Source: an optimization exercise on an open RTL-to-GDS flow (aim: small area). Production flows keep margins and buffers that such runs may drop. The RTL was checked by simulation tests, not by an equivalence proof against the original design. Power and IR drop assume default switching activity.

## v1
## spw_breaker
module spw_breaker (
    input             clk,
    input             rst,           
    input             cfg_we,
    input             cfg_re,
    input      [3:0]  cfg_addr,
    input      [31:0] cfg_wdata,
    output reg [31:0] cfg_rdata,
    input             en,            
    input             smp_valid,
    input      [11:0] smp_i,         
    output reg        trip,
    output     [1:0]  trip_cause,    
    output     [7:0]  trip_point,    
    output     [11:0] trip_i,        
    output            inrush_active
);
Size in the first run: roughly 2500 cells after synthesis, ~27000 um2 of cells after synthesis.
clock: 14.0 ns
lec_check: 0
cap_margin: 20
core_margin: 2
core_utilization: 62
place_density: 0.7
slew_margin: 20
standard.sh (not shown) runs the stock make flow with config.mk's settings and CLKGATE_MAP_FILE= SYNTH_SCRIPT=/design/flow/synth_recipe.tcl, a recipe that flattens the netlist after the stock synthesis.
==> flow/flow/run.sh <==
#!/bin/bash
# Own layout flow: the standard synthesis with an area-oriented ABC mapping of
# the combinational logic (registers are mapped before ABC and stay as the
# standard synthesis makes them), then the standard layout steps with
# smaller port buffers and a clock tree without dummy loads.
set -euo pipefail
W=$(pwd)
F=$W/flow

# ---- synthesis
cat > $W/own_synth.tcl <<EOF
proc abc {args} {
  set i [lsearch -exact \$args -script]
  if {\$i >= 0} { lset args [expr {\$i+1}] $F/abc_area.script }
  yosys abc {*}\$args
}
source $W/synth_recipe.tcl
EOF
make -C $FLOW_HOME DESIGN_CONFIG=$W/config.mk WORK_HOME=$W/orfs CLKGATE_MAP_FILE= \
  SYNTH_SCRIPT=$W/own_synth.tcl synth > $W/synth.log 2>&1

# ---- layout
export BUFFER_PORTS_ARGS="-buffer_cell sky130_fd_sc_hd__buf_1"
export CTS_ARGS="-sink_clustering_enable -repair_clock_nets -dont_use_dummy_load -buf_list {sky130_fd_sc_hd__clkbuf_8} -sink_clustering_size ${OWN_CLUSTER_SIZE:-18} -sink_clustering_max_diameter ${OWN_CLUSTER_DIAM:-50}"
bash $W/standard.sh > $W/layout.log 2>&1
==> flow/flow/abc_area.script <==
strash
dc2
dc2
dch -f
amap -m
topo
dnsize -c
v1 went all the way through the flow, and no timing, DRC or antenna check failed.
For v34, these inputs were changed with respect to v1:
diff --git a/flow/design.v b/flow/design.v
--- a/flow/design.v
+++ b/flow/design.v
@@ -83,47 +83,47 @@
     wire       cs_next   = eval ? win : cs;
     wire       wr_set_c  = cs_next ? wr_inrush : wr_curve;     
     wire valid = !cz && (cs == win);
     reg [7:0]  pt_trip;
     reg [7:0]  pt_hit, pt_g, pt_one, pt_e0, pt_wm;
     reg [15:0] pt;
     reg [14:0] pre [0:7];            
     reg [5:0]  hpre [0:7];           
     integer k, n;
     always @(*) begin
         for (k = 0; k < 8; k = k + 1) begin
             pt = win ? inrush_pt[k] : main_pt[k];
-            pt_hit[k] = (pt[15:8] != 8'd0) &&
+            pt_hit[k] = (pt[15:8] != 8'd0) && (pt[4:0] != 5'd0) &&
                         gt12({1'b0, q5[9:0], rnz}, {3'd0, pt[15:8], 1'b0});
             pt_e0[k] = (pt[7:5] == 3'd0);
             pre[k][0] = 1'b1;
             for (n = 0; n < 14; n = n + 1)
                 pre[k][n+1] = pre[k][n] & lo[k][n];
             hpre[k][0] = 1'b1;
             for (n = 0; n < 5; n = n + 1)
                 hpre[k][n+1] = hpre[k][n] & hi[k][n];
             case (pt[7:5])
                 3'd0: pt_wm[k] = 1'b1;
                 3'd1: pt_wm[k] = pre[k][2];
                 3'd2: pt_wm[k] = pre[k][4];
                 3'd3: pt_wm[k] = pre[k][6];
                 3'd4: pt_wm[k] = pre[k][8];
                 3'd5: pt_wm[k] = pre[k][10];
                 3'd6: pt_wm[k] = pre[k][12];
                 default: pt_wm[k] = pre[k][14];
             endcase
             pt_g[k]   = eval && pt_hit[k] && valid;
             pt_one[k] = eval && pt_hit[k] && !valid;
             pt_trip[k] = eval && pt_hit[k] &&
-                         (valid ? (pt_wm[k] && !hpre[k][5] && ((hi[k] ^ hpre[k][4:0]) == pt[4:0]))
+                         (valid ? (pt_wm[k] && ((hi[k] ^ hpre[k][4:0]) == pt[4:0]))
                                 : (pt_e0[k] && (pt[4:0] == 5'd1))) &&
                          !(wr_set_w && wr_pair == k[2:1]);
         end
     end
     wire inst_trip = eval && inst_over && inst_prev;
     wire any_trip  = inst_trip || (pt_trip != 8'd0);
     reg [2:0] first_pt;
     integer j;
     always @(*) begin
         first_pt = 3'd0;
         for (j = 7; j >= 0; j = j - 1)
             if (pt_trip[j]) first_pt = j[2:0];
@@ -174,50 +174,51 @@
     reg [31:0] rd_val;
     integer r;
     always @(*) begin
         rd_val = ({i_inst, t_inrush, 1'b0, ramp, 3'd0, auto_on, action, 2'd0, on}
                   & {32{cfg_addr == 4'd0}})
                | ({hsum[14:3], i_peak, 8'd0} & {32{cfg_addr == 4'd1}});
         for (r = 0; r < 4; r = r + 1) begin
             rd_val = rd_val
                    | ({main_pt[2*r+1], main_pt[2*r]} & {32{cfg_addr == r + 2}})
                    | ({inrush_pt[2*r+1], inrush_pt[2*r]} & {32{cfg_addr == r + 6}});
         end
     end
-    wire pk_load = rst || (cfg_re && cfg_addr == 4'd1) ||
-                   (smp_valid && gt12(smp_i, i_peak));
-    always @(posedge clk)
-        if (pk_load) i_peak <= smp_i & {12{smp_valid && !rst}};
     wire [11:0] h_old = hcnt[3] ? hist[7] : 12'd0;
     always @(posedge clk) begin
         t_inst <= inst_over && inst_prev;
         t_win  <= win;
         t_pt   <= first_pt;
         cfg_rdata <= rd_val;
         if (smp_valid) begin
             for (i = 7; i > 0; i = i - 1)
                 hist[i] <= hist[i-1];
             hist[0] <= smp_i;
         end
         if (rst) begin
             i_inst    <= 8'd255;
             ramp      <= 7'd4;
             auto_on   <= 1'b0;
             action    <= 1'b1;
             on        <= 1'b0;
             hcnt      <= 4'd0;
             hsum      <= 15'd0;
+            i_peak    <= 12'd0;
             inst_prev <= 1'b0;
             trip      <= 1'b0;
         end else begin
+            if (cfg_re && cfg_addr == 4'd1)
+                i_peak <= smp_valid ? smp_i : 12'd0;
+            else if (smp_valid && gt12(smp_i, i_peak))
+                i_peak <= smp_i;
             if (smp_valid) begin
                 hsum <= hsum + {3'd0, smp_i} + {3'b111, ~h_old} + 15'd1;
                 if (!hcnt[3]) hcnt <= hcnt + 4'd1;
             end
             if (!en || any_trip)
                 inst_prev <= 1'b0;
             else if (smp_valid)
                 inst_prev <= inst_over;
             trip <= any_trip;
             if (cfg_we) begin
                 case (cfg_addr)
                     4'd0: begin
Findings:
- Against v1 as the reference, v34 delivers a lower final critical path time including I/O delays and setup.
- v1 → v34: count of inverters other than clock inverters in the layout +21, overall power of the completed layout has increased, final RePlAce weighted congestion -0.0094, routed length on met3 now smaller.
- Clock-cell share of area: v1 vs v34, no meaningful difference
- Worst setup slack after layout for v34: 0.47 ns up relative to v1
- Lower critical path depth goes to v1 over v34.
- Against v1, net switching power of the design in v34 came out worse.
- From v1 to v34 the numbers moved as follows: internal power picked up an extra 0.81%; starting utilization of the core area picked up an extra 0.22 points; final standard cell area without fillers picked up an extra 200 um2.
- Diff v1 -> v34: number of CTS-inserted buffers up 3; post-synthesis to final-layout area growth +0.37 points.

[separate check: timing with driven ports]
The results above use ideal ports. As a check the final layouts listed here were re-extracted and re-timed, cells and wires unchanged. Step 1 (the two cells are an assumption about what drives the block):
set clk [get_ports {clk}]
set_driving_cell -lib_cell sky130_fd_sc_hd__clkbuf_16 $clk
set_driving_cell -lib_cell sky130_fd_sc_hd__buf_2 [delete_from_list [all_inputs] $clk]
Step 2, shift: input delay + t, output delay - t, t = (earliest + latest rising clock arrival at the registers) / 2. This alone moves slack from input paths to output paths. a / b / c = ideal ports / drivers / drivers and shift; a / b = the first two.
| run | t (ns) | setup slack, ns | worst setup path after step 2 |
|---|---|---|---|
| v1 | 0.713 | 1.703 / 1.737 / 1.024 | input to register |
| v34 | 0.720 | 2.168 / 2.207 / 1.487 | input to register |
After both steps every run listed still meets setup and hold. For v34, which loses most, drivers alone change the setup slack by +0.039 ns; drivers and shift together by -0.681 ns.
